Context: an optimization exercise on an open-source flow, tuned for small area, a short achievable clock period and few clock cycles per item. The choices shown serve that exercise and are no tape-out recipe. No run shown here included a check of the RTL's function; only the layout flow was run.

`flow/flow/run.sh`:
```
#!/bin/bash
# Standard ORFS layout (the standard.sh) with two changes to how it is made:
#  * port buffers use the small sky130_fd_sc_hd__buf_1 instead of the default pick;
#  * timing repair aims for extra setup slack beyond the clock period.
set -euo pipefail
export BUFFER_PORTS_ARGS="-buffer_cell sky130_fd_sc_hd__buf_1"
export SETUP_SLACK_MARGIN=6
bash standard.sh > standard_sh.log 2>&1
```
`flow/constraint.sdc`:
```
create_clock -name core_clock -period 11.0 [get_ports {clk}]
set_input_delay 2.2000 -clock core_clock [delete_from_list [all_inputs] [get_ports {clk}]]
set_output_delay 2.2000 -clock core_clock [all_outputs]
set_load 0.01 [all_outputs]
```
`flow/config.mk`:
```
export PLATFORM = sky130hd
export DESIGN_NAME = sec_sha256
export DESIGN_NICKNAME = sec_sha256
export VERILOG_FILES = /design/flow/design.v
export SDC_FILE = /design/flow/constraint.sdc
export NUM_CORES = 4
export LEC_CHECK = 0
export CAP_MARGIN = 20
export CORE_MARGIN = 2
export CORE_UTILIZATION = 40
export SLEW_MARGIN = 20
```
`flow/standard.sh`:
```
#!/bin/bash
# synth_recipe.tcl (not shown) runs the flow's synth.tcl, then flattens the netlist and writes it again
# the make line also repeats each setting of config.mk as NAME=value (left out here)
make -C /OpenROAD-flow-scripts/flow DESIGN_CONFIG=/design/flow/config.mk WORK_HOME=/design/flow/orfs CLKGATE_MAP_FILE= SYNTH_SCRIPT=/design/flow/synth_recipe.tcl "${@:-finish}"
```
`flow/design.v`:
```
module sec_sha256 (
    input  wire         clk,
    input  wire         rst,       
    input  wire         start,     
    input  wire         first,     
    input  wire [511:0] block,     
    output wire         ready,
    output wire [255:0] digest     
);
    localparam [255:0] IV = {32'h6a09e667, 32'hbb67ae85, 32'h3c6ef372, 32'ha54ff53a,
                             32'h510e527f, 32'h9b05688c, 32'h1f83d9ab, 32'h5be0cd19};
    localparam [31:0] K0 = 32'h428a2f98;
    reg       busy;
    reg [5:0] cnt;      
    reg       fin;      
    assign ready = ~busy;
    always @(posedge clk) begin
        if (rst) begin
            busy <= 1'b0;
            cnt  <= 6'd0;
            fin  <= 1'b0;
        end else if (busy) begin
            cnt <= cnt + 6'd1;
            fin <= (cnt == 6'd60) | (cnt == 6'd61) | (cnt == 6'd62);
            if (cnt == 6'd63) busy <= 1'b0;
        end else begin
            cnt <= 6'd0;
            fin <= 1'b0;
            if (start) busy <= 1'b1;
        end
    end
    reg  [31:0] kn;
    wire [5:0]  cnt_next = busy ? cnt + 6'd1 : 6'd0;
    always @(posedge clk) begin
        case (cnt_next)
            6'd0: kn <= 32'h71374491;
            6'd1: kn <= 32'hb5c0fbcf;
            6'd2: kn <= 32'he9b5dba5;
            6'd3: kn <= 32'h3956c25b;
            6'd4: kn <= 32'h59f111f1;
            6'd5: kn <= 32'h923f82a4;
            6'd6: kn <= 32'hab1c5ed5;
            6'd7: kn <= 32'hd807aa98;
            6'd8: kn <= 32'h12835b01;
            6'd9: kn <= 32'h243185be;
            6'd10: kn <= 32'h550c7dc3;
            6'd11: kn <= 32'h72be5d74;
            6'd12: kn <= 32'h80deb1fe;
            6'd13: kn <= 32'h9bdc06a7;
            6'd14: kn <= 32'hc19bf174;
            6'd15: kn <= 32'he49b69c1;
            6'd16: kn <= 32'hefbe4786;
            6'd17: kn <= 32'h0fc19dc6;
            6'd18: kn <= 32'h240ca1cc;
            6'd19: kn <= 32'h2de92c6f;
            6'd20: kn <= 32'h4a7484aa;
            6'd21: kn <= 32'h5cb0a9dc;
            6'd22: kn <= 32'h76f988da;
            6'd23: kn <= 32'h983e5152;
            6'd24: kn <= 32'ha831c66d;
            6'd25: kn <= 32'hb00327c8;
            6'd26: kn <= 32'hbf597fc7;
            6'd27: kn <= 32'hc6e00bf3;
            6'd28: kn <= 32'hd5a79147;
            6'd29: kn <= 32'h06ca6351;
            6'd30: kn <= 32'h14292967;
            6'd31: kn <= 32'h27b70a85;
            6'd32: kn <= 32'h2e1b2138;
            6'd33: kn <= 32'h4d2c6dfc;
            6'd34: kn <= 32'h53380d13;
            6'd35: kn <= 32'h650a7354;
            6'd36: kn <= 32'h766a0abb;
            6'd37: kn <= 32'h81c2c92e;
            6'd38: kn <= 32'h92722c85;
            6'd39: kn <= 32'ha2bfe8a1;
            6'd40: kn <= 32'ha81a664b;
            6'd41: kn <= 32'hc24b8b70;
            6'd42: kn <= 32'hc76c51a3;
            6'd43: kn <= 32'hd192e819;
            6'd44: kn <= 32'hd6990624;
            6'd45: kn <= 32'hf40e3585;
            6'd46: kn <= 32'h106aa070;
            6'd47: kn <= 32'h19a4c116;
            6'd48: kn <= 32'h1e376c08;
            6'd49: kn <= 32'h2748774c;
            6'd50: kn <= 32'h34b0bcb5;
            6'd51: kn <= 32'h391c0cb3;
            6'd52: kn <= 32'h4ed8aa4a;
            6'd53: kn <= 32'h5b9cca4f;
            6'd54: kn <= 32'h682e6ff3;
            6'd55: kn <= 32'h748f82ee;
            6'd56: kn <= 32'h78a5636f;
            6'd57: kn <= 32'h84c87814;
            6'd58: kn <= 32'h8cc70208;
            6'd59: kn <= 32'h90befffa;
            6'd60: kn <= 32'ha4506ceb;
            6'd61: kn <= 32'hbef9a3f7;
            6'd62: kn <= 32'hc67178f2;
            6'd63: kn <= 32'h00000000;
        endcase
    end
    function [31:0] add32(input [31:0] u, input [31:0] v);
        reg [31:0] g, p, G, P, G2, P2;
        integer i, l, dd;
        begin
            g = u & v; p = u ^ v; G = g; P = p;
            for (l = 0; l < 5; l = l + 1) begin
                dd = 1 << l; G2 = G; P2 = P;
                for (i = 0; i < 32; i = i + 1)
                    if ((i / dd) % 2 == 1) begin
                        G2[i] = G[i] | (P[i] & G[(i/dd)*dd - 1]);
                        P2[i] = P[i] & P[(i/dd)*dd - 1];
                    end
                G = G2; P = P2;
            end
            add32 = p ^ {G[30:0], 1'b0};
        end
    endfunction
    function [63:0] csa(input [31:0] x, input [31:0] y, input [31:0] z);
        csa = {((x & y) | (x & z) | (y & z)) << 1, x ^ y ^ z};
    endfunction
    reg [31:0] R0, R1, R2, R3, R4, R5, R6, R7;    
    reg [31:0] a, b, c, d, e, f, g;
    reg [31:0] W [0:15];    
    reg [31:0] ps, pc;      
    wire [31:0] sa = add32(R3, a);    
    wire [31:0] se = add32(R7, e);    
    wire [31:0] s1_e = {e[5:0], e[31:6]} ^ {e[10:0], e[31:11]} ^ {e[24:0], e[31:25]};
    wire [31:0] ch   = (e & f) ^ (~e & g);
    wire [31:0] s0_a = {a[1:0], a[31:2]} ^ {a[12:0], a[31:13]} ^ {a[21:0], a[31:22]};
    wire [31:0] maj  = (a & b) | (a & c) | (b & c);
    wire [63:0] cq  = csa(ps, pc, ch);
    wire [63:0] ca1 = csa(s0_a, s1_e, maj);
    wire [63:0] ca2 = csa(cq[31:0], cq[63:32], ca1[31:0]);
    wire [63:0] ca3 = csa(ca2[31:0], ca2[63:32], ca1[63:32]);
    wire [31:0] a_new = add32(ca3[31:0], ca3[63:32]);
    wire [63:0] ce1 = csa(cq[31:0], cq[63:32], d);
    wire [63:0] ce2 = csa(ce1[31:0], ce1[63:32], s1_e);
    wire [31:0] e_new = add32(ce2[31:0], ce2[63:32]);
    wire [31:0] w1   = W[1];
    wire [31:0] w14  = W[14];
    wire [31:0] ss0  = {w1[6:0], w1[31:7]} ^ {w1[17:0], w1[31:18]} ^ {3'b000, w1[31:3]};
    wire [31:0] ss1  = {w14[16:0], w14[31:17]} ^ {w14[18:0], w14[31:19]} ^ {10'b0, w14[31:10]};
    wire [63:0] cw1  = csa(ss1, ss0, W[9]);
    wire [63:0] cw2  = csa(cw1[31:0], cw1[63:32], W[0]);
    wire [31:0] w_new = add32(cw2[31:0], cw2[63:32]);
    wire [31:0] h_init = first ? IV[31:0] : R6;
    wire [63:0] p_run  = csa(g, kn, W[1]);
    wire [63:0] p_init = csa(h_init, K0, block[511:480]);
    wire        rot    = busy ? fin : (start & ~first);
    wire        ld_iv  = ~busy & start & first;
    integer i;
    always @(posedge clk) begin
        for (i = 0; i < 15; i = i + 1)
            W[i] <= busy ? W[i+1] : block[511 - 32*i -: 32];
        W[15] <= busy ? w_new : block[31:0];
        {pc, ps} <= busy ? p_run : p_init;
        if (busy) begin
            a <= a_new;
            e <= e_new;
        end else if (start) begin
            a <= first ? IV[255:224] : sa;
            e <= first ? IV[127:96]  : se;
        end
        if (busy) begin
            b <= a; c <= b; d <= c;
            f <= e; g <= f;
        end else if (first) begin
            b <= IV[223:192]; c <= IV[191:160]; d <= IV[159:128];
            f <= IV[95:64];   g <= IV[63:32];
        end else begin
            b <= R0; c <= R1; d <= R2;
            f <= R4; g <= R5;
        end
        if (ld_iv) begin
            {R0, R1, R2, R3} <= IV[255:128];
            {R4, R5, R6, R7} <= IV[127:0];
        end else if (rot) begin
            R0 <= sa; R1 <= R0; R2 <= R1; R3 <= R2;
            R4 <= se; R5 <= R4; R6 <= R5; R7 <= R6;
        end
    end
    assign digest = {sa, R0, R1, R2, se, R4, R5, R6};
endmodule
```
==> impl_metrics.toml, run 1 <==
[synthesis]
yosys-top-cells-area = "dfxtp_1 (38%), mux2_2 (11%), fa_1 (11%), nand2_1 (6.0%), ha_1 (4.8%)"
synth_ff_type = "dfxtp_1"
synthAdderAreaFrac = 0.156
yosysMostFrequentCell = "dfxtp_1"
netlist_area_sq_um = 54700
muxShareOfSynthArea = 0.114
syn_area_per_cell_sq_um = 9.88
synthArstFlopShare = 0
netlist_top_cells_count = "dfxtp_1 (1,031), nand2_1 (874), mux2_2 (547)"
synthSimpleGateAreaFrac = 0.110
synth_top_area_cell = "dfxtp_1"
synth_top_family_by_area = "adder cells"
synth_compound_area_frac = 0.110
netlist.area_leader.share = 0.377
synthXorXnorAreaFrac = 0.0586
postSynthRegisterBits = 1095
ys_warn_count = 2
seq_area_frac_synth = 0.412
synth_edf_count = 64
synth_nets = 6555
synth_cell_types = 77
syn_inst = 5536

[timing]
slew_headroom = 0.262
hold_violations = 0
slew_viol_final = 0
setup_viol_count_final = 0
fmax_mhz = 166
rsz0062_at_grt = "yes"
tightest_slew_ns = 1.11
period_share = 0.547
fin_crit_ns = 6.02
hold_ws_ns = 0.423
setup_tns_ns = 0
clock_skew_ns = 0.0768

[placed_design]
port_buffers = 772
hpwl_um = 172000
dpl_cell_area_sq_um = 59000
place.gp.congestion = 0.999

[floorplan]
dieArea_sq_um = 140000
ios = 773
core-area_sq_um = 136000
die_w_um = 374
initial_utilization = 0.403
row_count = 135
die_h_um = 374

[setup_path]
critPathSlowestCell = "edfxtp_1"
critPathMaxFanout = 4
cpPeakStageDelay_ns = 0.40
worstSetupPathType = "flip-flop to output port"
start_kind = "flip-flop"
endpoint_kind = "output port"
critical_path_buf_inv_count = 4
crit_arrival_ns = 3.82
critPathTopFamily = "compound AO/OA/AOI/OAI gates"
worstPathRequired_ns = 8.80
path_cells = "ha_2 > inv_2 > fa_2 > nor2b_2 > o31a_1 > o211a_4 > o2111a_2 > o2111a_2 > o21a_4 > buf_4 > buf_4 > o311ai_4 > buf_2"

[drt]
drcViolationCount = 0
totalWireLength_um = 227000
viasPerCell = 5.54
drtPass1Iterations = 6
ant_nets = 0
drt_iter0_drc = 5305
dr_total_vias = 45400
drt-wirelength-per-cell_um = 27.8

[finish]
area_growth_pct = 20.5
drive_above_1_share = 0.195
fin_nets = 7324
design_area_sq_um = 65900
fill_cells = 12700

[cts]
cts_hold_buf = 0
cts_buffer_depth = 3
cts_root_buf = "clkbuf_16"
htree_levels = 3
clk_latency_ns = 0.78
cts_made_buffers = 116
path_clk_slew_ns = 0.06
cts_tree = "done"
clock-sinks = 1095

[grt]
grt-ovfl-total = 0
grt_pass1_vias = 42900
grt.total_usage = 0.311
grt_pass1_wl_um = 314000
grt_max_degree = 201
antenna_found_initial = 30

[run_status]
outcome = "no timing/DRC/antenna violations"

[hold_path]
hold_path.class = "flip-flop to flip-flop"

[job]
max_cap_viol_count = 0
==> cell usage in the layout (no fill, tap or decap), types with 145 or more instances in the layout <==
cell	count
dfxtp_1	1025
o21ai_0	327
buf_4	201
xnor2_1	248
mux2_2	545
nand2_1	867
inv_1	207
ha_1	196
nand3_1	145
nor2_1	241
buf_1	721
a21oi_1	256
fa_1	276
==> layout make-up <==
cell class                 count  area (sq um)  share of cell area
timing repair buffer        1005          4970              0.0755
clock buffer                 175          3420              0.0518
clock inverter                36           430             0.00653
tap                         1781          2230              0.0338
antenna                       11          27.5            0.000418
inverter                     226           853              0.0129
sequential                  1095         22600               0.342
multi-input combinational   3861         31400               0.477
==> cell families (layout without fill, tap and decap cells) <==
family,after synthesis,in the layout
flip-flops,1095,1095
adder cells (fa/ha/maj),505,505
buffers and inverters,580,1442
multiplexers,551,551
XOR/XNOR,366,366
AO/OA/AOI/OAI,995,995
other,0,11
AND/OR/NAND/NOR,1444,1444
==> worst paths after layout <==
kind / startpoint / to / slack, ns / cells past startpoint
worst max-delay path: e[0] / digest[117] / 4.98 / 13
worst min-delay path: W[11][15] / W[10][15] / 0.42 / 1
worst max register to register: e[31] / a[31] / 5.31 / 17
worst min register to register: W[11][15] / W[10][15] / 0.42 / 1
==> registers in the layout, indices dropped and copies added (netlist names), 32 cells and up <==
name,flops
a,32
b,32
e,32
f,32
W,512
d,32
g,32
c,32
ps,32
kn,32
R5,32
R4,32
R6,32
R2,32
R3,32
R0,32
R1,32
R7,32
==> worst register-to-register path: stages (launching register included) <==
cell and delay, ns:
edfxtp_1 0.54, xnor2_1 0.21, xnor2_1 0.52, inv_1 0.15
fa_1 0.53, inv_1 0.05, fa_1 0.47, fa_1 0.52
ha_1 0.31, o21ai_0 0.08, nor2_1 0.39, o221ai_4 0.24
o311ai_4 0.46, a21oi_1 0.13, a21oi_1 0.34, a211oi_1 0.16
xnor2_1 0.22, o21ai_0 0.09
==> routing by layer <==
metal / GRT usage / part of all wire / vias to the layer above / wire (um)
li1: - / - / 20300 / -
met1: 0.449 / 0.44 / 22400 / 99700
met2: 0.452 / 0.43 / 2347 / 97200
met3: 0.0845 / 0.10 / 328 / 23800
met4: 0.0882 / 0.029 / 24 / 6630
met5: 0 / 0.00063 / - / 144
==> timing repair <==
item / 4_1_cts / 5_1_grt
endpoints found under the setup margin: 108 / 102
setup buffers: 102 / 77
gates resized for setup: 215 / 179
pin swaps: 71 / 92
==> metrics by stage <==
stage | cells | util | worst slack, ns
global placement | 7789 | 0.435 | 5.01
detailed placement | 7789 | 0.435 | 4.97
finish | 8190 | 0.486 | 4.98
CTS | 8102 | 0.476 | 5.03
floorplan | 5536 | - | 6.03
global route | 8184 | 0.486 | 4.93
==> run 2, diff against run 1 <==
--- a/flow/design.v
+++ b/flow/design.v
@@ -11,22 +11,34 @@
                              32'h510e527f, 32'h9b05688c, 32'h1f83d9ab, 32'h5be0cd19};
     localparam [31:0] K0 = 32'h428a2f98;
     reg       busy;
+    reg       idle;     
     reg [5:0] cnt;      
+    reg       last;     
     reg       fin;      
     assign ready = ~busy;
     always @(posedge clk) begin
         if (rst) begin
             busy <= 1'b0;
+            idle <= 1'b1;
             cnt  <= 6'd0;
+            last <= 1'b0;
             fin  <= 1'b0;
         end else if (busy) begin
-            cnt <= cnt + 6'd1;
-            fin <= (cnt == 6'd60) | (cnt == 6'd61) | (cnt == 6'd62);
-            if (cnt == 6'd63) busy <= 1'b0;
+            cnt  <= cnt + 6'd1;
+            last <= (cnt == 6'd63) & ~last;
+            fin  <= ((cnt == 6'd60) | (cnt == 6'd61) | (cnt == 6'd62) | (cnt == 6'd63)) & ~last;
+            if (last) begin
+                busy <= 1'b0;
+                idle <= 1'b1;
+            end
         end else begin
-            cnt <= 6'd0;
-            fin <= 1'b0;
-            if (start) busy <= 1'b1;
+            cnt  <= 6'd0;
+            last <= 1'b0;
+            fin  <= 1'b0;
+            if (start) begin
+                busy <= 1'b1;
+                idle <= 1'b0;
+            end
         end
     end
     reg  [31:0] kn;
@@ -144,41 +156,30 @@
     wire [63:0] cw1  = csa(ss1, ss0, W[9]);
     wire [63:0] cw2  = csa(cw1[31:0], cw1[63:32], W[0]);
     wire [31:0] w_new = add32(cw2[31:0], cw2[63:32]);
-    wire [31:0] h_init = first ? IV[31:0] : R6;
+    wire [31:0] h_init = first ? IV[31:0] : R7;
     wire [63:0] p_run  = csa(g, kn, W[1]);
     wire [63:0] p_init = csa(h_init, K0, block[511:480]);
-    wire        rot    = busy ? fin : (start & ~first);
     wire        ld_iv  = ~busy & start & first;
     integer i;
     always @(posedge clk) begin
         for (i = 0; i < 15; i = i + 1)
-            W[i] <= busy ? W[i+1] : block[511 - 32*i -: 32];
-        W[15] <= busy ? w_new : block[31:0];
-        {pc, ps} <= busy ? p_run : p_init;
-        if (busy) begin
-            a <= a_new;
-            e <= e_new;
-        end else if (start) begin
-            a <= first ? IV[255:224] : sa;
-            e <= first ? IV[127:96]  : se;
-        end
-        if (busy) begin
-            b <= a; c <= b; d <= c;
-            f <= e; g <= f;
-        end else if (first) begin
-            b <= IV[223:192]; c <= IV[191:160]; d <= IV[159:128];
-            f <= IV[95:64];   g <= IV[63:32];
-        end else begin
-            b <= R0; c <= R1; d <= R2;
-            f <= R4; g <= R5;
-        end
+            W[i] <= ({32{busy}} & W[i+1]) | ({32{idle}} & block[511 - 32*i -: 32]);
+        W[15] <= ({32{busy}} & w_new) | ({32{idle}} & block[31:0]);
+        {pc, ps} <= ({64{busy}} & p_run) | ({64{idle}} & p_init);
+        a <= ({32{busy}} & a_new) | ({32{idle}} & (first ? IV[255:224] : R0));
+        b <= ({32{busy}} & a)     | ({32{idle}} & (first ? IV[223:192] : R1));
+        c <= ({32{busy}} & b)     | ({32{idle}} & (first ? IV[191:160] : R2));
+        d <= ({32{busy}} & c)     | ({32{idle}} & (first ? IV[159:128] : R3));
+        e <= ({32{busy}} & e_new) | ({32{idle}} & (first ? IV[127:96]  : R4));
+        f <= ({32{busy}} & e)     | ({32{idle}} & (first ? IV[95:64]   : R5));
+        g <= ({32{busy}} & f)     | ({32{idle}} & (first ? IV[63:32]   : R6));
         if (ld_iv) begin
             {R0, R1, R2, R3} <= IV[255:128];
             {R4, R5, R6, R7} <= IV[127:0];
-        end else if (rot) begin
+        end else if (fin) begin
             R0 <= sa; R1 <= R0; R2 <= R1; R3 <= R2;
             R4 <= se; R5 <= R4; R6 <= R5; R7 <= R6;
         end
     end
-    assign digest = {sa, R0, R1, R2, se, R4, R5, R6};
+    assign digest = {R0, R1, R2, R3, R4, R5, R6, R7};
 endmodule
==> run 2 against run 1 <==
Sequential cell count rose by 2; die area fell by 2.8%; worst setup slack improved by 0.98 ns; clock-buffer cell count fell by 6; clock skew fell by 0.031 ns; wire length fell by 4.9%; maximum frequency rose by 19%; critical path type is now flip-flop to flip-flop; critical endpoint is now kn[26].
==> impl_metrics.toml, run 2 <==
[run_status]
outcome = "no timing/DRC/antenna violations"

[cts]
cts_hold_buf = 0
clock-sinks = 1097
cts_tree = "done"
clk_latency_ns = 0.77
cts_root_buf = "clkbuf_16"
path_clk_slew_ns = 0.06
cts_made_buffers = 120
cts_buffer_depth = 3
htree_levels = 3

[synthesis]
synthSimpleGateAreaFrac = 0.0817
synthXorXnorAreaFrac = 0.0576
netlist_top_cells_count = "dfxtp_1 (1,097), a22o_1 (578), nand2_1 (549)"
postSynthRegisterBits = 1097
syn_inst = 5300
synth_edf_count = 0
synth_compound_area_frac = 0.194
syn_area_per_cell_sq_um = 10.0
yosysMostFrequentCell = "dfxtp_1"
synthAdderAreaFrac = 0.160
ys_warn_count = 2
synth_nets = 6319
netlist_area_sq_um = 53200
synth_top_area_cell = "dfxtp_1"
seq_area_frac_synth = 0.413
netlist.area_leader.share = 0.413
synthArstFlopShare = 0
synth_ff_type = "dfxtp_1"
synth_top_family_by_area = "compound AO/OA/AOI/OAI gates"
muxShareOfSynthArea = 0.0475
synth_cell_types = 83
yosys-top-cells-area = "dfxtp_1 (41%), fa_1 (11%), a22o_1 (9.5%), ha_1 (4.9%), mux2i_1 (4.0%)"

[setup_path]
critPathSlowestCell = "ha_1"
critPathTopFamily = "adder cells"
start_kind = "flip-flop"
path_cells = "inv_1 > ha_1 > nand2_1 > buf_4 > inv_1 > ha_1 > nand2_1 > a32oi_1 > o221ai_1 > nand2_1 > o21ai_0"
cp_common_cell = "nand2_1"
critical_path_buf_inv_count = 3
worstSetupPathType = "flip-flop to flip-flop"
crit_arrival_ns = 5.58
endpoint_kind = "flip-flop"
worstPathRequired_ns = 11.54
cpPeakStageDelay_ns = 0.81
critPathMaxFanout = 15

[drt]
totalWireLength_um = 216000
drt-wirelength-per-cell_um = 27.9
viasPerCell = 5.55
drt_iter0_drc = 4262
ant_nets = 0
drtPass1Iterations = 7
drcViolationCount = 0
dr_total_vias = 43000

[placed_design]
port_buffers = 772
place.gp.congestion = 0.987
hpwl_um = 166000

[timing]
fmax_mhz = 198
fin_crit_ns = 5.04
slew_headroom = 0.275
period_share = 0.458
tightest_slew_ns = 1.09
slew_viol_final = 0
rsz0062_at_grt = "yes"
setup_tns_ns = 0
clock_skew_ns = 0.0456
hold_violations = 0
setup_viol_count_final = 0

[grt]
antenna_found_initial = 20
grt_pass1_wl_um = 306000
grt-ovfl-total = 0
grt_max_degree = 239
grt_pass1_vias = 42400
grt.total_usage = 0.309

[floorplan]
die_h_um = 369
initial_utilization = 0.403
die_w_um = 369
row_count = 133
core-area_sq_um = 132000
dieArea_sq_um = 136000
ios = 773

[finish]
final_common_cell = "dfxtp_1"
fin_nets = 6900
largest_reg_flops = 512
final_cell_mix = "dfxtp_1 (1,058), buf_1 (771), a22o_1 (578)"
area_growth_pct = 17.2
drive_above_1_share = 0.0747
largest-register = "W"

[job]
max_cap_viol_count = 0

[hold_path]
hold_path.class = "flip-flop to flip-flop"
[run 2: cell count changes in the layout (fill, tap and decap cells not counted), moves of 57 or more]
cell / before / now
a21oi_1: 256 / 133
nand2_1: 867 / 546
nand3_1: 145 / 50
buf_4: 201 / 63
mux2i_1: 3 / 214
mux2_2: 545 / 32
inv_1: 207 / 264
a22o_1: 7 / 578
edfxtp_1: 64 / 0
[run 2: kinds of logic after synthesis]
kind of cell	Yosys count
multiplexers	247
adder cells (fa/ha/maj)	504
flip-flops	1097
buffers and inverters	651
AO/OA/AOI/OAI	1427
AND/OR/NAND/NOR	1024
XOR/XNOR	350
[run 2: path summary, 6_finish.rpt]
path / startpoint / to / slack (ns) / depth (start not counted)
worst min register to register: f[16] / g[16] / 0.44 / 2
worst max register to register: cnt[0] / kn[26] / 5.96 / 11
worst max-delay path: cnt[0] / kn[26] / 5.96 / 11
worst min-delay path: f[16] / g[16] / 0.44 / 2
[run 2: per-stage QoR]
stage	util	hold WS [ns]	cells	instance area (sq um)	setup slack, ns
floorplan	-	0.413	5300	53200	6.04
global placement	0.435	0.421	7494	57300	4.97
detailed placement	0.435	0.427	7494	57300	4.94
CTS	0.470	0.436	7719	61900	5.96
global route	0.473	0.459	7745	62300	5.92
finish	0.473	0.439	7745	62300	5.96
[run 2: cell type report]
type / count / area [sq um]
Fill cell: 12600 / 69500
Multi-Input combinational cell: 3552 / 29200
Sequential cell: 1097 / 22100
Clock buffer: 169 / 3600
Timing Repair Buffer: 841 / 3490
Tap cell: 1755 / 2200
Inverter: 269 / 1020
Clock inverter: 54 / 749
Antenna cell: 8 / 20.0
[run 2: worst reg2reg max path: stages (launching register included)]
cell      delay (ns)
dfxtp_1         0.32
inv_1           0.24
ha_1            0.81
nand2_1         0.30
buf_4           0.33
inv_1           0.55
ha_1            0.81
nand2_1         0.54
a32oi_1         0.36
o221ai_1        0.18
nand2_1         0.16
o21ai_0         0.23
[run 2: timing repair]
item / CTS / global route
setup buffers: 2 / 18
pin swaps: 4 / 13
hold endpoints to repair: 0 / 0
setup endpoints to repair: 37 / 30
resized for setup: 58 / 58
[run 2: per-layer routing]
metal	global-route usage	part of all wire	up-vias
met2	0.513	0.47	1805
met1	0.393	0.41	21200
li1	-	-	19600
met3	0.0491	0.066	386
met4	0.148	0.054	4
met5	0	0.00011	-
==> run 3, diff against run 2 <==
--- a/flow/design.v
+++ b/flow/design.v
@@ -41,76 +41,78 @@
             end
         end
     end
-    reg  [31:0] kn;
-    wire [5:0]  cnt_next = busy ? cnt + 6'd1 : 6'd0;
-    always @(posedge clk) begin
-        case (cnt_next)
-            6'd0: kn <= 32'h71374491;
-            6'd1: kn <= 32'hb5c0fbcf;
-            6'd2: kn <= 32'he9b5dba5;
-            6'd3: kn <= 32'h3956c25b;
-            6'd4: kn <= 32'h59f111f1;
-            6'd5: kn <= 32'h923f82a4;
-            6'd6: kn <= 32'hab1c5ed5;
-            6'd7: kn <= 32'hd807aa98;
-            6'd8: kn <= 32'h12835b01;
-            6'd9: kn <= 32'h243185be;
-            6'd10: kn <= 32'h550c7dc3;
-            6'd11: kn <= 32'h72be5d74;
-            6'd12: kn <= 32'h80deb1fe;
-            6'd13: kn <= 32'h9bdc06a7;
-            6'd14: kn <= 32'hc19bf174;
-            6'd15: kn <= 32'he49b69c1;
-            6'd16: kn <= 32'hefbe4786;
-            6'd17: kn <= 32'h0fc19dc6;
-            6'd18: kn <= 32'h240ca1cc;
-            6'd19: kn <= 32'h2de92c6f;
-            6'd20: kn <= 32'h4a7484aa;
-            6'd21: kn <= 32'h5cb0a9dc;
-            6'd22: kn <= 32'h76f988da;
-            6'd23: kn <= 32'h983e5152;
-            6'd24: kn <= 32'ha831c66d;
-            6'd25: kn <= 32'hb00327c8;
-            6'd26: kn <= 32'hbf597fc7;
-            6'd27: kn <= 32'hc6e00bf3;
-            6'd28: kn <= 32'hd5a79147;
-            6'd29: kn <= 32'h06ca6351;
-            6'd30: kn <= 32'h14292967;
-            6'd31: kn <= 32'h27b70a85;
-            6'd32: kn <= 32'h2e1b2138;
-            6'd33: kn <= 32'h4d2c6dfc;
-            6'd34: kn <= 32'h53380d13;
-            6'd35: kn <= 32'h650a7354;
-            6'd36: kn <= 32'h766a0abb;
-            6'd37: kn <= 32'h81c2c92e;
-            6'd38: kn <= 32'h92722c85;
-            6'd39: kn <= 32'ha2bfe8a1;
-            6'd40: kn <= 32'ha81a664b;
-            6'd41: kn <= 32'hc24b8b70;
-            6'd42: kn <= 32'hc76c51a3;
-            6'd43: kn <= 32'hd192e819;
-            6'd44: kn <= 32'hd6990624;
-            6'd45: kn <= 32'hf40e3585;
-            6'd46: kn <= 32'h106aa070;
-            6'd47: kn <= 32'h19a4c116;
-            6'd48: kn <= 32'h1e376c08;
-            6'd49: kn <= 32'h2748774c;
-            6'd50: kn <= 32'h34b0bcb5;
-            6'd51: kn <= 32'h391c0cb3;
-            6'd52: kn <= 32'h4ed8aa4a;
-            6'd53: kn <= 32'h5b9cca4f;
-            6'd54: kn <= 32'h682e6ff3;
-            6'd55: kn <= 32'h748f82ee;
-            6'd56: kn <= 32'h78a5636f;
-            6'd57: kn <= 32'h84c87814;
-            6'd58: kn <= 32'h8cc70208;
-            6'd59: kn <= 32'h90befffa;
-            6'd60: kn <= 32'ha4506ceb;
-            6'd61: kn <= 32'hbef9a3f7;
-            6'd62: kn <= 32'hc67178f2;
-            6'd63: kn <= 32'h00000000;
+    reg [31:0] kn;
+    reg [31:0] k2;
+    always @(*) begin
+        case (cnt)
+            6'd0: k2 = 32'hb5c0fbcf;
+            6'd1: k2 = 32'he9b5dba5;
+            6'd2: k2 = 32'h3956c25b;
+            6'd3: k2 = 32'h59f111f1;
+            6'd4: k2 = 32'h923f82a4;
+            6'd5: k2 = 32'hab1c5ed5;
+            6'd6: k2 = 32'hd807aa98;
+            6'd7: k2 = 32'h12835b01;
+            6'd8: k2 = 32'h243185be;
+            6'd9: k2 = 32'h550c7dc3;
+            6'd10: k2 = 32'h72be5d74;
+            6'd11: k2 = 32'h80deb1fe;
+            6'd12: k2 = 32'h9bdc06a7;
+            6'd13: k2 = 32'hc19bf174;
+            6'd14: k2 = 32'he49b69c1;
+            6'd15: k2 = 32'hefbe4786;
+            6'd16: k2 = 32'h0fc19dc6;
+            6'd17: k2 = 32'h240ca1cc;
+            6'd18: k2 = 32'h2de92c6f;
+            6'd19: k2 = 32'h4a7484aa;
+            6'd20: k2 = 32'h5cb0a9dc;
+            6'd21: k2 = 32'h76f988da;
+            6'd22: k2 = 32'h983e5152;
+            6'd23: k2 = 32'ha831c66d;
+            6'd24: k2 = 32'hb00327c8;
+            6'd25: k2 = 32'hbf597fc7;
+            6'd26: k2 = 32'hc6e00bf3;
+            6'd27: k2 = 32'hd5a79147;
+            6'd28: k2 = 32'h06ca6351;
+            6'd29: k2 = 32'h14292967;
+            6'd30: k2 = 32'h27b70a85;
+            6'd31: k2 = 32'h2e1b2138;
+            6'd32: k2 = 32'h4d2c6dfc;
+            6'd33: k2 = 32'h53380d13;
+            6'd34: k2 = 32'h650a7354;
+            6'd35: k2 = 32'h766a0abb;
+            6'd36: k2 = 32'h81c2c92e;
+            6'd37: k2 = 32'h92722c85;
+            6'd38: k2 = 32'ha2bfe8a1;
+            6'd39: k2 = 32'ha81a664b;
+            6'd40: k2 = 32'hc24b8b70;
+            6'd41: k2 = 32'hc76c51a3;
+            6'd42: k2 = 32'hd192e819;
+            6'd43: k2 = 32'hd6990624;
+            6'd44: k2 = 32'hf40e3585;
+            6'd45: k2 = 32'h106aa070;
+            6'd46: k2 = 32'h19a4c116;
+            6'd47: k2 = 32'h1e376c08;
+            6'd48: k2 = 32'h2748774c;
+            6'd49: k2 = 32'h34b0bcb5;
+            6'd50: k2 = 32'h391c0cb3;
+            6'd51: k2 = 32'h4ed8aa4a;
+            6'd52: k2 = 32'h5b9cca4f;
+            6'd53: k2 = 32'h682e6ff3;
+            6'd54: k2 = 32'h748f82ee;
+            6'd55: k2 = 32'h78a5636f;
+            6'd56: k2 = 32'h84c87814;
+            6'd57: k2 = 32'h8cc70208;
+            6'd58: k2 = 32'h90befffa;
+            6'd59: k2 = 32'ha4506ceb;
+            6'd60: k2 = 32'hbef9a3f7;
+            6'd61: k2 = 32'hc67178f2;
+            6'd62: k2 = 32'h00000000;
+            6'd63: k2 = 32'h00000000;
         endcase
     end
+    always @(posedge clk)
+        kn <= busy ? k2 : 32'h71374491;
     function [31:0] add32(input [31:0] u, input [31:0] v);
         reg [31:0] g, p, G, P, G2, P2;
         integer i, l, dd;
==> run 3 against run 2 <==
Die area shrank 0.40%; clock skew grew 0.0041 ns; worst hold slack lost 0.012 ns; utilization shrank 0.14 points; critical path depth grew 8; sequential share of layout area grew 0.30 points; design area shrank 0.54%; critical endpoint is now e[15].
==> impl_metrics.toml, run 3 <==
[run_status]
outcome = "no timing/DRC/antenna violations"

[finish]
fin_cells = 7687
drive_above_1_share = 0.0801
area_growth_pct = 17.0
design_area_sq_um = 62000
largest_reg_flops = 512
multi_input_area_sq_um = 29100
largest-register = "W"
final_cell_mix = "dfxtp_1 (1,037), buf_1 (771), a22o_1 (582)"
fin_nets = 6835
final_common_cell = "dfxtp_1"
fill_cells = 12600
final_core_util = 0.471
seqCellArea_sq_um = 22100

[grt]
grt_pass1_vias = 42200
grtUsageMet2 = 0.524
grt_max_degree = 217
grt_pass1_wl_um = 304000
grt.total_usage = 0.310
antenna_found_initial = 17
use_met3 = 0.0597
grt_use_met1 = 0.382
grt-ovfl-total = 0
busiest_layer = "met2"

[synthesis]
postSynthRegisterBits = 1097
syn_area_per_cell_sq_um = 10.1
yosysMostFrequentCell = "dfxtp_1"
seq_area_frac_synth = 0.415
netlist.area_leader.share = 0.415
netlist_top_cells_count = "dfxtp_1 (1,097), a22o_1 (582), nand2_1 (528)"
synthArstFlopShare = 0
synth_ff_type = "dfxtp_1"
netlist_area_sq_um = 53000
synth_edf_count = 0
syn_inst = 5238
yosys-top-cells-area = "dfxtp_1 (41%), fa_1 (11%), a22o_1 (9.6%), ha_1 (4.8%), mux2i_1 (4.3%)"
ys_warn_count = 2
synth_top_area_cell = "dfxtp_1"
synth_cell_types = 78
synth_nets = 6254

[drt]
drtPass1Iterations = 6
drcViolationCount = 0
drt_iter0_drc = 4318
totalWireLength_um = 217000
drt-wirelength-per-cell_um = 28.2
ant_nets = 0
dr_total_vias = 42800
viasPerCell = 5.57

[timing]
fmax_mhz = 199
period_share = 0.456
slew_headroom = 0.197
setup_ws_ns = 5.99
fin_crit_ns = 5.01
hold_violations = 0
tightest_slew_ns = 1.20
slew_viol_final = 0
setup_tns_ns = 0
setup_viol_count_final = 0
rsz0062_at_grt = "yes"
clock_skew_ns = 0.0497

[setup_path]
start_kind = "flip-flop"
cpPeakStageDelay_ns = 0.59
crit_arrival_ns = 5.62
worstPathRequired_ns = 11.60
reg2reg_depth = 19
reg2reg_slack_ns = 5.99
r2r_end = "e[15]"
worstSetupPathType = "flip-flop to flip-flop"
critPathMaxFanout = 6
critPathSlowestCell = "fa_1"
path_cells = "mux2_2 > fa_1 > fa_1 > inv_1 > fa_1 > inv_1 > ha_1 > a21o_1 > a31oi_1 > o31a_1 > buf_4 > buf_4 > inv_1 > a21oi_1 > o21ba_2 > nor2b_1 > nor2_1 > xor2_1 > o21ai_0"
reg2reg_from = "e[11]"
endpoint_kind = "flip-flop"

[floorplan]
core-area_sq_um = 131000
die_h_um = 368
ios = 773
die_w_um = 368
initial_utilization = 0.403
dieArea_sq_um = 135000
row_count = 133

[cts]
path_clk_slew_ns = 0.07
cts_hold_buf = 0
cts_root_buf = "clkbuf_16"
cts_made_buffers = 117
htree_levels = 3
cts_buffer_depth = 3
clk_latency_ns = 0.78
clock-sinks = 1097
cts_tree = "done"

[placed_design]
dpl_cell_area_sq_um = 57000
port_buffers = 772
dpl.cell_count = 7421
place_ws_ns = 5.23
place.gp.congestion = 1.04
hpwl_um = 166000

[hold_path]
hold_start = "b[5]"
holdPathStages = 2
hold_path.class = "flip-flop to flip-flop"
hold-path-endpoint = "c[5]"

[job]
max_cap_viol_count = 0
## run 3: worst max-delay path by stage
stage                      from  endpoint  slack [ns]  cells past startpoint
after floorplan            e[4]     e[31]        6.05                     18
after global placement    e[26]     a[31]        5.35                     20
after detailed placement  e[27]     a[31]        5.23                     19
after CTS                  e[7]     e[31]        6.02                     17
after global routing      a[17]     a[31]        5.90                     17
final                     e[11]     e[15]        5.99                     19
## run 3: timing repair
item,CTS,global route
gates resized for setup,102,71
endpoints found under the setup margin,32,22
buffers inserted,15,19
pin swaps,8,22
## run 3: critical path, delay by kind of cell (launching register included)
kind / cells / cell delay [ns]
fa+ha+maj: 4 / 2.03
compound gates: 6 / 1.14
flops: 1 / 0.46
buf+inv: 5 / 0.42
mux: 1 / 0.38
xor+xnor: 1 / 0.26
simple gates: 2 / 0.15
## run 3: cell families after synthesis
| logic type | count (synthesis) | synth area share |
|---|---|---|
| AOI/OAI and AO/OA | 1388 | 0.188 |
| xor gates and xnor gates | 379 | 0.0627 |
| adders and majority gates | 501 | 0.160 |
| buffers and inverters | 655 | 0.0464 |
| DFF | 1097 | 0.415 |
| muxes | 267 | 0.0527 |
| and+or+nand+nor | 951 | 0.0751 |
## run 3: final cells by class
cell class              count  area share
diodes                     17    0.000686
multi-input cells        3486       0.469
well taps                1755      0.0354
clock buffers             160      0.0534
clock inverters            55      0.0108
inverters                 269      0.0163
flip-flops and latches   1097       0.357
repair buffers            848      0.0570
## run 3: per-layer routing
metal	part of all wire	vias up
met5	0.00012	-
met4	0.053	4
met3	0.074	418
met2	0.48	1927
met1	0.39	21200
li1	-	19300
## run 3: metrics by stage
step | hold slack (ns)
floorplan | 0.413
global placement | 0.425
detailed placement | 0.430
CTS | 0.435
global route | 0.451
finish | 0.428
==> run 4, diff against run 3 <==
--- a/flow/config.mk
+++ b/flow/config.mk
@@ -8,4 +8,7 @@
 export CAP_MARGIN = 20
 export CORE_MARGIN = 2
 export CORE_UTILIZATION = 40
+export CTS_BUF_LIST = sky130_fd_sc_hd__clkbuf_16
+export CTS_CLUSTER_DIAMETER = 150
+export CTS_CLUSTER_SIZE = 24
 export SLEW_MARGIN = 20
==> run 4 against run 3 <==
Register-to-register slack improved by 0.03 ns; maximum frequency rose by 0.68%; wire length fell by 0.58%; non-clock buffer count rose by 15; sequential share of layout area rose by 1.5 points; still clean; global-route usage fell by 0.26 points; sequential cell count did not move; utilization fell by 1.9 points.
==> impl_metrics.toml, run 4 <==
[drt]
drt_iter0_drc = 4571
dr_total_vias = 42400
drt-wirelength-per-cell_um = 28.5
drcViolationCount = 0
drtPass1Iterations = 8
viasPerCell = 5.62
ant_nets = 0
totalWireLength_um = 215000

[setup_path]
worstPathRequired_ns = 11.59
cp_common_cell = "fa_1"
worstSetupPathType = "flip-flop to flip-flop"
crit_arrival_ns = 5.57
critPathSlowestCell = "fa_1"
start_kind = "flip-flop"
endpoint_kind = "flip-flop"
cpPeakStageDelay_ns = 0.54
critPathMaxFanout = 5
path_cells = "buf_4 > xor2_2 > xnor2_2 > buf_4 > fa_1 > inv_1 > fa_1 > fa_1 > ha_2 > a211o_1 > nor3_2 > and4_4 > nor4b_4 > o21ai_2 > a211oi_2 > or3_4 > o31a_1 > xnor2_1 > a22o_1"

[timing]
slew_headroom = 0.165
setup_tns_ns = 0
fmax_mhz = 201
hold_violations = 0
slew_viol_final = 0
fin_crit_ns = 4.98
setup_ws_ns = 6.02
rsz0062_at_grt = "yes"
tightest_slew_ns = 1.25
hold_ws_ns = 0.435
setup_viol_count_final = 0
clock_skew_ns = 0.0537
period_share = 0.453

[finish]
final_common_cell = "dfxtp_1"
fin_nets = 6785
multi_input_area_sq_um = 29100
fin_cells = 7543
drive_above_1_share = 0.0613
final_core_util = 0.453
largest-register = "W"
final_cell_mix = "dfxtp_1 (1,039), buf_1 (771), a22o_1 (582)"
area_growth_pct = 12.3
fill_cells = 12800
seqCellArea_sq_um = 22100
design_area_sq_um = 59500
largest_reg_flops = 512

[grt]
antenna_found_initial = 17
grt_pass1_wl_um = 301000
grt_pass1_vias = 41500
grt-ovfl-total = 0
grt.total_usage = 0.307
grt_max_degree = 217

[synthesis]
synth_cell_types = 78
netlist_top_cells_count = "dfxtp_1 (1,097), a22o_1 (582), nand2_1 (528)"
synth_top_family_by_area = "compound AO/OA/AOI/OAI gates"
seq_area_frac_synth = 0.415
synth_compound_area_frac = 0.188
syn_area_per_cell_sq_um = 10.1
yosys-top-cells-area = "dfxtp_1 (41%), fa_1 (11%), a22o_1 (9.6%), ha_1 (4.8%), mux2i_1 (4.3%)"
muxShareOfSynthArea = 0.0527
netlist.area_leader.share = 0.415
synth_top_area_cell = "dfxtp_1"
synth_ff_type = "dfxtp_1"
yosysMostFrequentCell = "dfxtp_1"
postSynthRegisterBits = 1097
syn_inst = 5238
synthArstFlopShare = 0
synthXorXnorAreaFrac = 0.0627
synthAdderAreaFrac = 0.160
synth_edf_count = 0
netlist_area_sq_um = 53000
synth_nets = 6254
synthSimpleGateAreaFrac = 0.0751
ys_warn_count = 2

[cts]
cts_buffer_depth = 3
clock-sinks = 1097
clk_latency_ns = 0.72
path_clk_slew_ns = 0.12
cts_made_buffers = 52
cts_root_buf = "clkbuf_16"
htree_levels = 2
cts_tree = "done"
cts_hold_buf = 0

[placed_design]
place_ws_ns = 5.23
dpl_cell_area_sq_um = 57000
port_buffers = 772
hpwl_um = 166000
dpl.cell_count = 7421
place.gp.congestion = 1.04

[floorplan]
row_count = 133
core-area_sq_um = 131000
die_h_um = 368
die_w_um = 368
dieArea_sq_um = 135000
ios = 773
initial_utilization = 0.403

[hold_path]
hold_path.class = "flip-flop to flip-flop"

[job]
max_cap_viol_count = 0

[run_status]
outcome = "no timing/DRC/antenna violations"
-- run 4: kinds of logic (layout without fill, tap and decap cells) --
group	Yosys count	in the layout
buf+inv	655	1192
compound gates	1388	1388
fa+ha+maj	501	501
other cells	0	13
flops	1097	1097
mux	267	267
simple gates	951	951
xor+xnor	379	379
-- run 4: final timing paths --
path | to | startpoint | depth (start not counted) | slack (ns)
hold / removal | d[31] | c[31] | 2 | 0.44
setup reg to reg | a[31] | e[13] | 19 | 6.02
hold reg to reg | d[31] | c[31] | 2 | 0.44
setup / recovery | a[31] | e[13] | 19 | 6.02
-- run 4: routing by layer --
metal / wire (um) / vias to the layer above / track usage / share of wire
li1: - / 19100 / - / -
met1: 84100 / 21000 / 0.384 / 0.39
met2: 105000 / 1888 / 0.526 / 0.49
met3: 15600 / 363 / 0.0464 / 0.072
met4: 10500 / 4 / 0.132 / 0.049
met5: 26 / - / 0 / 0.00012
-- run 4: critical path, delay by kind of cell, from the launching register on --
family / cells / cell delay, ns
compound gates: 5 / 1.12
xor+xnor: 3 / 0.44
fa+ha+maj: 4 / 1.69
buf+inv: 3 / 0.36
flops: 1 / 0.39
simple gates: 4 / 0.88
-- run 4: area by class of cell --
class                      count  area share
sequential                  1097       0.372
clock inverter                 8     0.00166
multi-input combinational   3486       0.489
antenna                       13    0.000547
inverter                     269      0.0170
timing repair buffer         863      0.0615
clock buffer                  52      0.0219
tap                         1755      0.0369
-- run 4: timing repair --
item | CTS | global route
pin swaps | 4 | 38
gates resized for setup | 96 | 86
buffers inserted | 18 | 31
setup endpoints to repair | 33 | 27
==> run 5, diff against run 4 <==
--- a/flow/config.mk
+++ b/flow/config.mk
@@ -8,7 +8,7 @@
 export CAP_MARGIN = 20
 export CORE_MARGIN = 2
 export CORE_UTILIZATION = 40
-export CTS_BUF_LIST = sky130_fd_sc_hd__clkbuf_16
-export CTS_CLUSTER_DIAMETER = 150
-export CTS_CLUSTER_SIZE = 24
+export CTS_BUF_LIST = sky130_fd_sc_hd__clkbuf_8 sky130_fd_sc_hd__clkbuf_16
+export CTS_CLUSTER_DIAMETER = 120
+export CTS_CLUSTER_SIZE = 16
 export SLEW_MARGIN = 20
==> run 5 against run 4 <==
Still clean on timing, DRC and antenna; wire length up 0.24%; global-route usage up 0.19 points; non-clock buffer count down 6; critical path depth up 1; final cell count up 0.44%; maximum frequency up 0.31%; synthesized area unchanged; worst hold slack worse by 0.0025 ns; utilization up 0.70 points; highest routed layer unchanged.
==> impl_metrics.toml, run 5 <==
[run_status]
outcome = "no timing/DRC/antenna violations"

[cts]
cts_hold_buf = 0
cts_root_buf = "clkbuf_16"
path_clk_slew_ns = 0.09
clk_latency_ns = 0.72
cts_buffer_depth = 3
cts_made_buffers = 80
cts_tree = "done"
clock-sinks = 1097
htree_levels = 3

[synthesis]
netlist_top_cells_count = "dfxtp_1 (1,097), a22o_1 (582), nand2_1 (528)"
synthArstFlopShare = 0
netlist_area_sq_um = 53000
ys_warn_count = 2
yosysMostFrequentCell = "dfxtp_1"
syn_inst = 5238
synth_ff_type = "dfxtp_1"
yosys-top-cells-area = "dfxtp_1 (41%), fa_1 (11%), a22o_1 (9.6%), ha_1 (4.8%), mux2i_1 (4.3%)"
netlist.area_leader.share = 0.415
postSynthRegisterBits = 1097
synth_cell_types = 78
syn_area_per_cell_sq_um = 10.1
synth_nets = 6254
seq_area_frac_synth = 0.415
synth_top_area_cell = "dfxtp_1"
synth_edf_count = 0

[timing]
slew_headroom = 0.189
clock_skew_ns = 0.0396
fmax_mhz = 201
rsz0062_at_grt = "yes"
hold_violations = 0
period_share = 0.451
setup_tns_ns = 0
fin_crit_ns = 4.97
tightest_slew_ns = 1.22
setup_viol_count_final = 0
slew_viol_final = 0

[drt]
drt_iter0_drc = 4422
ant_nets = 0
drcViolationCount = 0
viasPerCell = 5.59
drtPass1Iterations = 6
totalWireLength_um = 216000
dr_total_vias = 42400
drt-wirelength-per-cell_um = 28.5

[placed_design]
port_buffers = 772
place.gp.congestion = 1.04
hpwl_um = 166000
dpl.cell_count = 7421

[job]
max_cap_viol_count = 0

[finish]
area_growth_pct = 14.1
drive_above_1_share = 0.0673
largest_reg_flops = 512
largest-register = "W"
final_common_cell = "dfxtp_1"
fin_nets = 6807
fill_cells = 12800
fin_cells = 7576
final_cell_mix = "dfxtp_1 (1,036), buf_1 (771), a22o_1 (582)"
final_core_util = 0.460

[grt]
grt.total_usage = 0.309
antenna_found_initial = 18
grt-ovfl-total = 0
grt_pass1_wl_um = 303000
grt_pass1_vias = 41800
grt_max_degree = 217

[floorplan]
row_count = 133
dieArea_sq_um = 135000
core-area_sq_um = 131000
initial_utilization = 0.403
die_h_um = 368
die_w_um = 368
ios = 773

[setup_path]
critPathSlowestCell = "fa_1"
start_kind = "flip-flop"
cpPeakStageDelay_ns = 0.54
critPathMaxFanout = 4
endpoint_kind = "flip-flop"
crit_arrival_ns = 5.57
worstSetupPathType = "flip-flop to flip-flop"
path_cells = "xnor2_2 > xnor2_2 > inv_1 > fa_1 > inv_1 > fa_2 > fa_1 > ha_2 > inv_2 > fa_2 > nor2b_2 > o2111ai_2 > and4_4 > nor4b_4 > o21ai_4 > a211oi_2 > or3_4 > o31a_1 > xnor2_1 > a22o_1"
worstPathRequired_ns = 11.61

[hold_path]
hold_path.class = "flip-flop to flip-flop"
-- run 5: cell counts after synthesis --
No cell type changed its count.
-- run 5: kinds of logic (layout without fill, tap and decap cells) --
kind of cell             Yosys count  in the layout  synth area share
AO/OA/AOI/OAI                   1388           1388             0.188
flip-flops                      1097           1097             0.415
AND/OR/NAND/NOR                  951            951            0.0751
buffers and inverters            655           1223            0.0464
adder cells (fa/ha/maj)          501            501             0.160
XOR/XNOR                         379            379            0.0627
multiplexers                     267            267            0.0527
other                              0             15                 0
-- run 5: what timing repair did --
item / 4_1_cts / 5_1_grt
resized for setup: 94 / 103
endpoints found under the setup margin: 32 / 24
pin swaps: 5 / 46
buffers inserted: 14 / 29
-- run 5: final timing paths --
check | from | end | slack [ns] | depth (start not counted)
min | c[31] | d[31] | 0.43 | 2
max reg2reg | e[26] | a[31] | 6.03 | 20
max | e[26] | a[31] | 6.03 | 20
min reg2reg | c[31] | d[31] | 0.43 | 2
-- run 5: routing by layer --
metal | routed length (um) | global-route usage | vias up
li1 | - | - | 19200
met1 | 83700 | 0.379 | 20900
met2 | 104000 | 0.524 | 1862
met3 | 16500 | 0.0595 | 409
met4 | 11100 | 0.140 | 8
met5 | 47 | 0 | -
-- run 5: critical path: cells and delay by family, from the launching register on --
kind / cells / cell delay [ns]
AOI/OAI and AO/OA: 5 / 0.86
xor gates and xnor gates: 3 / 0.49
adders and majority gates: 5 / 1.94
buffers and inverters: 3 / 0.20
DFF: 1 / 0.38
and+or+nand+nor: 4 / 0.99
-- run 5: area by class of cell --
type	count	area [sq um]	share of cell area
multi-input cells	3486	29200	0.483
flip-flops and latches	1097	22100	0.366
repair buffers	857	3630	0.0601
well taps	1755	2200	0.0363
clock buffers	80	2000	0.0331
inverters	269	1010	0.0168
clock inverters	17	246	0.00408
diodes	15	37.5	0.000621
-- run 5: per-stage QoR --
stage | cell area [sq um] | setup WS [ns] | hold WS (ns)
floorplan | 53000 | 6.05 | 0.413
global placement | 57000 | 5.35 | 0.425
detailed placement | 57000 | 5.23 | 0.430
CTS | 59700 | 5.96 | 0.442
global route | 60400 | 5.86 | 0.456
finish | 60400 | 6.03 | 0.433

separate check: timing with driven ports:
How much do the figures lean on ideal ports? The routed layouts below were timed once more, with nothing changed but the port constraints.
Step 1 (the two cells are an assumption about what drives the block):
set clk [get_ports {clk}]
set_driving_cell -lib_cell sky130_fd_sc_hd__clkbuf_16 $clk
set_driving_cell -lib_cell sky130_fd_sc_hd__buf_2 [delete_from_list [all_inputs] $clk]
Step 2 adds t to the input delays and takes it off the output delays; t is the mean of the earliest and latest rising clock arrival at the registers after step 1. Input paths then give back, and output paths get back, about the clock's delay inside the block.
Slacks: ideal ports / drivers / drivers and shift; pairs: ideal ports / drivers.
run	t (ns)	setup slack, ns	hold WS [ns]
run 1	0.829	4.983 / 4.904 / 5.313	0.423 / 0.423 / 0.423
run 2	0.826	5.960 / 5.960 / 5.723	0.439 / 0.439 / 0.439
run 3	0.836	5.986 / 5.986 / 5.986	0.428 / 0.428 / 0.428
run 4	0.774	6.019 / 6.019 / 6.019	0.435 / 0.435 / 0.435
run 5	0.791	6.035 / 6.035 / 6.035	0.433 / 0.433 / 0.433
After both steps setup and hold are still met in every run listed. For run 2, which loses most, drivers alone change the setup slack by 0.000 ns; drivers and shift together by -0.237 ns.
